What follows belongs to an exercise in optimizing a design on an open flow for small area, a short achievable clock period and few clock cycles per item; a production flow would make more cautious choices. RTL that was checked went through simulation tests only; none was proved equivalent to the original. Power is estimated from default activity; no workload was simulated.

==> flow/design.v <==
module glade_div (
    input  wire        clk,
    input  wire        rst,
    input  wire        start,
    input  wire [1:0]  op,
    input  wire [63:0] a,
    input  wire [63:0] b,
    output wire        ready,
    output wire        done,
    output wire [63:0] result
);
    reg st_s1, st_s2, st_run, st_fix1, st_fix2, st_done;
    reg rdy;
    reg [63:0] rem;        
    reg [65:0] opd;        
    reg        cin;        
    reg [63:0] bq;         
    reg [5:0]  cnt;        
    reg        want_rem;   
    reg        sa;         
    reg        sb;         
    reg        dz;         
    reg        zq;         
    function [6:0] nlz64(input [63:0] x);
        reg [15:0] v4;
        reg [31:0] c4;
        reg [7:0]  v8;
        reg [23:0] c8;
        reg [3:0]  v16;
        reg [15:0] c16;
        reg [1:0]  v32;
        reg [9:0]  c32;
        reg [3:0]  n;
        integer i;
        begin
            for (i = 0; i < 16; i = i + 1) begin
                n = x[4*i +: 4];
                v4[i] = |n;
                c4[2*i +: 2] = n[3] ? 2'd0 : n[2] ? 2'd1 : n[1] ? 2'd2 : 2'd3;
            end
            for (i = 0; i < 8; i = i + 1) begin
                v8[i] = v4[2*i+1] | v4[2*i];
                c8[3*i +: 3] = v4[2*i+1] ? {1'b0, c4[2*(2*i+1) +: 2]} : {1'b1, c4[2*(2*i) +: 2]};
            end
            for (i = 0; i < 4; i = i + 1) begin
                v16[i] = v8[2*i+1] | v8[2*i];
                c16[4*i +: 4] = v8[2*i+1] ? {1'b0, c8[3*(2*i+1) +: 3]} : {1'b1, c8[3*(2*i) +: 3]};
            end
            for (i = 0; i < 2; i = i + 1) begin
                v32[i] = v16[2*i+1] | v16[2*i];
                c32[5*i +: 5] = v16[2*i+1] ? {1'b0, c16[4*(2*i+1) +: 4]} : {1'b1, c16[4*(2*i) +: 4]};
            end
            if (v32[1])      nlz64 = {2'b00, c32[9:5]};
            else if (v32[0]) nlz64 = {2'b01, c32[4:0]};
            else             nlz64 = 7'd64;
        end
    endfunction
    wire [65:0] sum = {2'b00, rem} + opd + {65'd0, cin};
    wire        fit = ~sum[65];
    wire [63:0] bmag1 = bq ^ {64{sb}};           
    wire [6:0]  nlz_a = nlz64(opd[63:0]);        
    wire [6:0]  nlz_b = nlz64(bmag1);
    wire [5:0]  nlz_b6 = nlz_b[6] ? 6'd63 : nlz_b[5:0];
    wire [7:0]  s8 = {2'b00, nlz_b6} + {7'd0, sa} - {1'b0, nlz_a};
    wire        b_zero = ~|bq;
    wire        skip = s8[7] | b_zero;
    wire        fix_neg = want_rem ? sa : (~dz & (sa ^ sb));
    wire [63:0] qval    = (bq & {64{~zq}}) | {64{dz}};
    wire [63:0] shin    = ~st_fix1 ? bq : (want_rem ? rem : qval);
    wire [65:0] bext    = {{2{sb & ~st_fix1}}, shin};
    wire [5:0]  shamt   = cnt & {6{~st_fix1}};
    wire        inv     = st_fix1 ? fix_neg : ~sb;
    wire [65:0] bsh     = (bext << shamt) ^ {66{inv}};
    wire        a_neg = op[0] & a[63];
    assign ready  = rdy;
    assign done   = st_done;
    assign result = rem;
    always @(posedge clk) begin
        if (rst) begin
            st_s1   <= 1'b0;
            st_s2   <= 1'b0;
            st_run  <= 1'b0;
            st_fix1 <= 1'b0;
            st_fix2 <= 1'b0;
            st_done <= 1'b0;
            rdy     <= 1'b1;
        end else begin
            st_s1   <= rdy & start;
            st_s2   <= st_s1 & ~skip;
            st_run  <= st_s2 | (st_run & (cnt != 6'd0));
            st_fix1 <= (st_s1 & skip) | (st_run & (cnt == 6'd0));
            st_fix2 <= st_fix1;
            st_done <= st_fix2;
            rdy     <= st_fix2 | (rdy & ~start);
        end
    end
    always @(posedge clk) begin
        if (rdy) begin
            rem      <= 64'd0;
            opd      <= {2'b00, a ^ {64{a_neg}}};
            cin      <= a_neg;
            bq       <= b;
            want_rem <= op[1];
            sa       <= a_neg;
            sb       <= op[0] & b[63];
        end
        if (st_s1) begin
            rem <= sum[63:0];
            dz  <= b_zero;
            zq  <= skip;
            cnt <= s8[5:0];
        end
        if (st_s2) begin
            opd <= bsh;
            cin <= ~sb;
            bq  <= 64'd0;
        end
        if (st_run) begin
            if (fit) rem <= sum[63:0];
            bq  <= {bq[62:0], fit};
            opd <= {1'b1, opd[65:1]};
            cnt <= cnt - 6'd1;
        end
        if (st_fix1) begin
            rem <= 64'd0;
            opd <= bsh;
            cin <= fix_neg;
        end
        if (st_fix2) begin
            rem <= sum[63:0];
        end
    end
endmodule
==> flow/config.mk <==
export PLATFORM = sky130hd
export DESIGN_NAME = glade_div
export DESIGN_NICKNAME = glade_div
export VERILOG_FILES = /design/flow/design.v
export SDC_FILE = /design/flow/constraint.sdc
export NUM_CORES = 4
export LEC_CHECK = 0
export ABC_AREA = 1
export CAP_MARGIN = 20
export CORE_MARGIN = 2
export CORE_UTILIZATION = 40
export PLACE_DENSITY = 0.6
export SETUP_SLACK_MARGIN = 2.5
export SLEW_MARGIN = 20
==> flow/constraint.sdc <==
create_clock -name core_clock -period 5.0 [get_ports {clk}]
set_input_delay 1.0000 -clock core_clock [delete_from_list [all_inputs] [get_ports {clk}]]
set_output_delay 1.0000 -clock core_clock [all_outputs]
set_load 0.01 [all_outputs]
run.sh (not shown) runs the stock make flow with config.mk's settings and CLKGATE_MAP_FILE= SYNTH_SCRIPT=/design/flow/synth_recipe.tcl, a recipe that flattens the netlist after the stock synthesis.
==> next run, changes <==
--- a/flow/config.mk
+++ b/flow/config.mk
@@ -8 +8 @@
-export ABC_AREA = 1
+export ABC_CLOCK_PERIOD_IN_PS = 2500
- area after synthesis shrinks by roughly a tenth
- first-iteration DRC count shrinks by about a fifth
- sequential share of layout area increases by 2.4 points
- via count came out lower by about a fifth
- clock-buffer cell count grows by 6
- final area drops by about a fifth
- worst setup slack got worse by 0.21 ns
- power decreases by about a fifth
No run of this note included a check of the RTL's function; only the layout flow was run.


glade_div, a different RTL version from the one above (not shown whole).
Size: about 4400 cells after synthesis, ~210 flip-flops.
make LEC_CHECK=0 CAP_MARGIN=5 CORE_MARGIN=2 CORE_UTILIZATION=65 PLACE_DENSITY=0.8 SLEW_MARGIN=5 finish   # period 5.0 ns
The first run completed and failed the layout checks on setup timing.
Testbench counts at the start, summed over its fixed seeds: cycles 24,582, items 2,400.
Edit:
--- a/flow/config.mk
+++ b/flow/config.mk
@@ -6,7 +6,7 @@
 export NUM_CORES = 4
 export LEC_CHECK = 0
-export CAP_MARGIN = 5
+export CAP_MARGIN = 20
 export CORE_MARGIN = 2
-export CORE_UTILIZATION = 65
-export PLACE_DENSITY = 0.8
-export SLEW_MARGIN = 5
+export CORE_UTILIZATION = 40
+export PLACE_DENSITY = 0.6
+export SLEW_MARGIN = 20
Outcome:
- The changed run reached the layout checks and failed them: setup timing
- worst setup slack improved by 0.24 ns
- via count decreases by 6.3%
- global-route usage decreases by 17 points
- area after synthesis does not change
- cell area went up by 2.4%
- wire length went up by 9.7%
- utilization fell by 30 points
- critical path depth fell by 6
- hold slack got worse by 0.032 ns


glade_div, a different RTL version from the one above (not shown whole).
Size: roughly 200 I/O pins.
Settings: LEC_CHECK=0, CAP_MARGIN=20, CORE_MARGIN=2, CORE_UTILIZATION=40, GPL_TIMING_DRIVEN=0, PLACE_DENSITY=0.6, SETUP_SLACK_MARGIN=0.2, SLEW_MARGIN=20, TNS_END_PERCENT=30; clock period 5.0 ns.
Testbench counts at the start, summed over its fixed seeds: cycles 24,582, items 2,400.
==> next run, changes <==
CORE_UTILIZATION = 50   (was 40)
PLACE_DENSITY = 0.7   (was 0.6)
SETUP_SLACK_MARGIN = 0.1   (was 0.2)
TNS_END_PERCENT = unset   (was 30)
=> The changed run finished with timing, DRC and antenna clean; hold slack loses 0.0059 ns; die area shrinks by about a fifth; synthesized area stays the same; clock power came out lower by a little under a tenth; core utilization went up by 11 points; clock-buffer cell count rose by 1; wire length came out lower by a few percent; worst setup slack is worse by 0.012 ns; final cell count shrinks by a few percent.
==> next run, changes <==
CORE_UTILIZATION = 30   (was 50)
PLACE_DENSITY = 0.45   (was 0.7)
SETUP_SLACK_MARGIN = 0.2   (was 0.1)
What happened: Count of clock-buffer cells in the layout went up by 10; total power went up by a few percent; first-iteration DRC count went down by a quarter to a third; design area went up by a few percent; non-clock buffer count went up by 8; register-to-register slack is better by 0.17 ns; final cell count went up by roughly a tenth.
==> next run, changes <==
CORE_UTILIZATION = 40   (was 30)
PLACE_DENSITY = 0.6   (was 0.45)
SETUP_SLACK_MARGIN = 0.1   (was 0.2)
The changed run passed the timing, design-rule and antenna checks; cell count went down by 6.2%; clock skew went down by 0.021 ns; global-route usage went up by 6.3 points; setup slack degrades by 0.14 ns.
==> next run, changes <==
CORE_UTILIZATION = 35   (was 40)
PLACE_DENSITY = 0.5   (was 0.6)
SETUP_SLACK_MARGIN = 0.3   (was 0.1)
Non-clock buffer count came out higher by 24.
Combinational power came out higher by a few percent.
Synthesized area is unchanged.
Synthesized cell count is unchanged.
Power came out higher by a few percent.


Another version of the RTL of glade_div (not shown whole).
Size: about 3,700 cells after synthesis, roughly 210 flip-flops, about 200 I/O pins, about 30,000 um2 of cells after synthesis.
==> flow/config.mk <==
export PLATFORM = sky130hd
export DESIGN_NAME = glade_div
export DESIGN_NICKNAME = glade_div
export VERILOG_FILES = /design/flow/design.v
export SDC_FILE = /design/flow/constraint.sdc
export NUM_CORES = 4
export LEC_CHECK = 0
export CAP_MARGIN = 20
export CORE_MARGIN = 2
export CORE_UTILIZATION = 40
export GPL_TIMING_DRIVEN = 0
export PLACE_DENSITY = 0.6
export SETUP_SLACK_MARGIN = 0.1
export SLEW_MARGIN = 20
==> flow/constraint.sdc <==
create_clock -name core_clock -period 5.0 [get_ports {clk}]
set_input_delay 1.0000 -clock core_clock [delete_from_list [all_inputs] [get_ports {clk}]]
set_output_delay 1.0000 -clock core_clock [all_outputs]
set_load 0.01 [all_outputs]
Then changed:
SETUP_SLACK_MARGIN = 0.2   (was 0.1)
After rerunning:
- The new run finished clean
- global-route usage rises by 0.73 points
- cell count went up by 0.32%
- routed wire length rose by 2.0%
- cell area rises by 1.1%
- via count hardly moves
- core utilization increases by 0.55 points
- power came out higher by 2.2%
- synthesized area stays the same
- clock-buffer cell count climbs by 2
No run of this note included a check of the RTL's function; only the layout flow was run.


Setup of JK:
glade_div, a different RTL version from the one above (not shown whole).
Size: ~3,600 cells after synthesis, roughly 210 flip-flops, ~200 I/O pins.
clock: 5.0 ns
lec_check: 0
cap_margin: 20
core_margin: 2
core_utilization: 40
gpl_timing_driven: 0
place_density: 0.6
setup_slack_margin: 0.8
slew_margin: 20
The flow did not stop early for JK: all stages ran, and the layout cleared the timing, design-rule and antenna checks.
Testbench counts of JK, summed over its fixed seeds: cycles 24,582, items 2,400.
The inputs of MS differ from those of JK as listed below.
Settings: GPL_TIMING_DRIVEN: 0 -> unset; SETUP_SLACK_MARGIN: 0.8 -> unset.
==> notes.md <==
Changes observed in MS relative to JK: proportion of power drawn by the clock network now larger, via count of the first global-routing pass decreased by about 5.6% relative to the old numbers, setup fix buffers added after clock tree synthesis fell 165, setup slack dropped 0.33 ns.
Instance count of the mapped netlist delta (MS -> JK): insignificant
Higher fraction of the cycle the final worst path needs among MS and JK: MS
Relative to MS, the following input files were edited for AL:
Settings: SETUP_SLACK_MARGIN now 0.5, previously not set; GPL_TIMING_DRIVEN now 0, previously not set.
## What came out
Looking at endpoint of the most critical setup path, the rem[61]$_DFFE_PP_ result is from AL; the rdy$_SDFF_PP1_ one comes from MS.
Side by side, part of the power in the clock network turned out lower in AL than in MS.
MS ended up with sky130_fd_sc_hd__buf_4 as its most common cell after layout, fill and taps aside; AL ended up with sky130_fd_sc_hd__a21oi_1.
Comparing setup slack for AL and MS, the bigger number came from AL.
Going from MS to AL, insertion delay of the later-clocked pin in the worst-skew pair flat, total met2 wirelength after detailed routing went up by 20%, proportion of synthesized chip area in sequential cells closely matched the old numbers, time the worst path needs with I/O delays and setup decreased 0.26 ns.
Per the comparison of AL with MS, number of hold violations in the final report held, number of fill cells went up 59.


RTL: one of the versions met above, not the one the previous note started from.
Size in the first run: ~3700 cells after synthesis, about 200 I/O pins, about 0.029 mm² of cells after synthesis.
clock: 5.0 ns
lec_check: 0
cap_margin: 20
core_margin: 2
core_utilization: 35
gpl_timing_driven: 0
place_density: 0.5
setup_slack_margin: 0.2
slew_margin: 20
The starting point completed without violations.
Testbench counts at the start, summed over its fixed seeds: cycles 24,582, items 2,400.
Next try:
Settings changed: CORE_UTILIZATION 35 to 40, PLACE_DENSITY 0.5 to 0.6.
Outcome:
- routed wire length goes down by 5.2%
- sequential share of layout area goes up by 0.12 points
- synthesized cell count is unchanged
- setup slack degrades by 70 ps
- combinational power stays flat
- non-clock buffer count goes down by 15
- via count goes up by about 0.8%
- final area goes down by 0.90%


Another version of the RTL of glade_div (not shown whole).
For scale: roughly 230 flip-flops, about 200 I/O pins, about 34000 sq um of cells after synthesis.
Settings: LEC_CHECK=0, CAP_MARGIN=20, CORE_MARGIN=2, CORE_UTILIZATION=40, PLACE_DENSITY=0.6, SLEW_MARGIN=20; clock period 5.0 ns.
The starting point ran to the end with no violations.
Testbench counts at the start, summed over its fixed seeds: cycles 27,688, items 2,400.
==> next run, changes <==
--- a/flow/config.mk
+++ b/flow/config.mk
@@ -10,3 +10,4 @@
 export CORE_UTILIZATION = 40
 export PLACE_DENSITY = 0.6
+export SETUP_SLACK_MARGIN = 1.5
 export SLEW_MARGIN = 20
Outcome:
- sequential cell count does not change
- hold slack degrades by 0.0034 ns
- area after synthesis is unchanged
- register-to-register slack gets better by 0.50 ns
- global-route usage grows by 0.40 points
- worst setup slack improves by 0.50 ns


glade_div, a different RTL version from the one above (not shown whole).
For scale: ~4400 cells after synthesis, roughly 210 flip-flops, ~200 I/O pins, roughly 34000 µm² of cells after synthesis.
Settings: LEC_CHECK=0, CAP_MARGIN=0, CORE_MARGIN=2, CORE_UTILIZATION=40, PLACE_DENSITY=0.6, SLEW_MARGIN=0; clock period 5.0 ns.
The starting point passed the timing, design-rule and antenna checks.
Testbench counts at the start, summed over its fixed seeds: cycles 24,582, items 2,400.
Rerun with:
CAP_MARGIN = 20   (was 0)
SLEW_MARGIN = 20   (was 0)
Outcome:
- combinational power hardly moves
- worst setup slack stays the same
- design area is unchanged


run a:
Another version of the RTL of glade_div (not shown whole).
Size: about 3400 cells after synthesis, about 230 flip-flops, roughly 26000 um2 of cells after synthesis.
Design glade_div, start of the top module:
module glade_div (
    input  wire        clk,
    input  wire        rst,
    input  wire        start,
    input  wire [1:0]  op,
    input  wire [63:0] a,
    input  wire [63:0] b,
    output wire        ready,
    output wire        done,
    output wire [63:0] result
);
    reg st_s1, st_run, st_move, st_fix1, st_fix2, st_done;
    reg rdy;
    reg [63:0] rem;        
    reg [65:0] opd;        
    reg        cin;        
    reg [63:0] bq;         
    reg [5:0]  cnt;        
    reg [6:0]  nla;        
    reg [6:0]  nlb;        
    reg        want_rem;   
    reg        sa;         
    reg        sb;         
    function [6:0] nlz64(input [63:0] x);
        reg [15:0] v4;
        reg [31:0] c4;
        reg [7:0]  v8;
        reg [23:0] c8;
        reg [3:0]  v16;
        reg [15:0] c16;
        reg [1:0]  v32;
        reg [9:0]  c32;
        reg [3:0]  n;
        integer i;
        begin
            for (i = 0; i < 16; i = i + 1) begin
                n = x[4*i +: 4];
                v4[i] = |n;
  ...
make LEC_CHECK=0 ABC_CLOCK_PERIOD_IN_PS=3000 CAP_MARGIN=20 CORE_MARGIN=2 CORE_UTILIZATION=40 PLACE_DENSITY=0.6 SETUP_SLACK_MARGIN=2.0 SLEW_MARGIN=20 finish   # period 5.0 ns
Having completed the whole flow, run a delivered a layout that passed the timing, design-rule and antenna checks.
The inputs of run b differ from those of run a as listed below.
diff --git a/flow/config.mk b/flow/config.mk
--- a/flow/config.mk
+++ b/flow/config.mk
@@ -7,3 +7,2 @@
 export LEC_CHECK = 0
-export ABC_CLOCK_PERIOD_IN_PS = 3000
 export CAP_MARGIN = 20
[summary]
Fill cell instance count of the final layout of run b is on par with run a.
Diff run a..run b | global-route congestion overflow total | unchanged
Run a -> run b: initial standard-cell utilization of the core delta 0, exact match
Comparing run b against run a, there is no change at all in number of placed instances with taps included.
Signed area change from the synthesized netlist to the final layout came out exactly the same in run a and run b.
Reported for run a and run b, met3 capacity usage during global routing turned out identical to the last digit.
On share of flip-flops with an asynchronous set or reset, run b tracks run a almost exactly.
No functional check of the RTL was part of any run of this note.

## re-timing with driven ports
The flow's constraints put no driver on any port. The routed layouts listed below were extracted and timed again, unchanged, in two steps.
Step 1 assumes that a clkbuf_16 drives the clock port and a buf_2 every other input.
Step 2, shift: input delay + t, output delay - t, t = (earliest + latest rising clock arrival at the registers) / 2. This alone moves slack from input paths to output paths.
a / b / c = ideal ports / drivers / drivers and shift; a / b = the first two.
run | t, ns | setup WS [ns] | worst setup path after step 2 | worst data-port slew with drivers (ns) | cell pins on the clock port's net
the first run of note 1 | 0.669 | 0.865 / 0.865 / 0.865 | register to register | 0.05 | 1
the second run of note 1 | 0.643 | 0.653 / 0.653 / 0.653 | register to register | 0.05 | 1
the first run of note 2 | 0.629 | -0.459 / -0.470 / -1.100 | input to register | 0.08 | 1
the second run of note 2 | 0.663 | -0.215 / -0.167 / -0.830 | input to register | 0.10 | 1
the first run of note 3 | 0.680 | 0.137 / 0.072 / -0.263 | input to register | 0.08 | 1
the second run of note 3 | 0.637 | 0.125 / 0.125 / -0.434 | input to register | 0.06 | 1
the third run of note 3 | 0.681 | 0.276 / 0.223 / -0.363 | input to register | 0.06 | 1
the fourth run of note 3 | 0.668 | 0.133 / 0.070 / -0.348 | input to register | 0.09 | 1
the fifth run of note 3 | 0.669 | 0.305 / 0.277 / -0.217 | input to register | 0.06 | 1
the first run of note 4 | 0.666 | 0.175 / 0.175 / -0.486 | input to register | 0.10 | 1
the second run of note 4 | 0.654 | 0.212 / 0.212 / -0.421 | input to register | 0.09 | 1
JK | 0.661 | 0.432 / 0.446 / -0.193 | input to register | 0.07 | 1
MS | 0.646 | 0.107 / 0.152 / -0.490 | input to register | 0.08 | 1
AL | 0.659 | 0.370 / 0.370 / -0.121 | input to register | 0.06 | 1
the first run of note 6 | 0.673 | 0.295 / 0.229 / -0.245 | input to register | 0.06 | 1
the second run of note 6 | 0.686 | 0.224 / 0.158 / -0.301 | input to register | 0.08 | 1
the first run of note 7 | 0.671 | 0.059 / 0.059 / 0.059 | register to register | 0.07 | 1
the second run of note 7 | 0.680 | 0.561 / 0.561 / 0.561 | register to register | 0.09 | 1
the first run of note 8 | 0.654 | 0.094 / 0.109 / -0.506 | input to register | 0.06 | 1
the second run of note 8 | 0.654 | 0.094 / 0.109 / -0.506 | input to register | 0.06 | 1
run a | 0.671 | 0.614 / 0.614 / 0.614 | register to register | 0.07 | 1
run b | 0.671 | 0.614 / 0.614 / 0.614 | register to register | 0.07 | 1
Met with ideal ports but missed after step 2: setup timing in 14 of these runs. For the first run of note 4, which loses most, drivers alone change the setup slack by 0.000 ns; drivers and shift together by -0.661 ns.
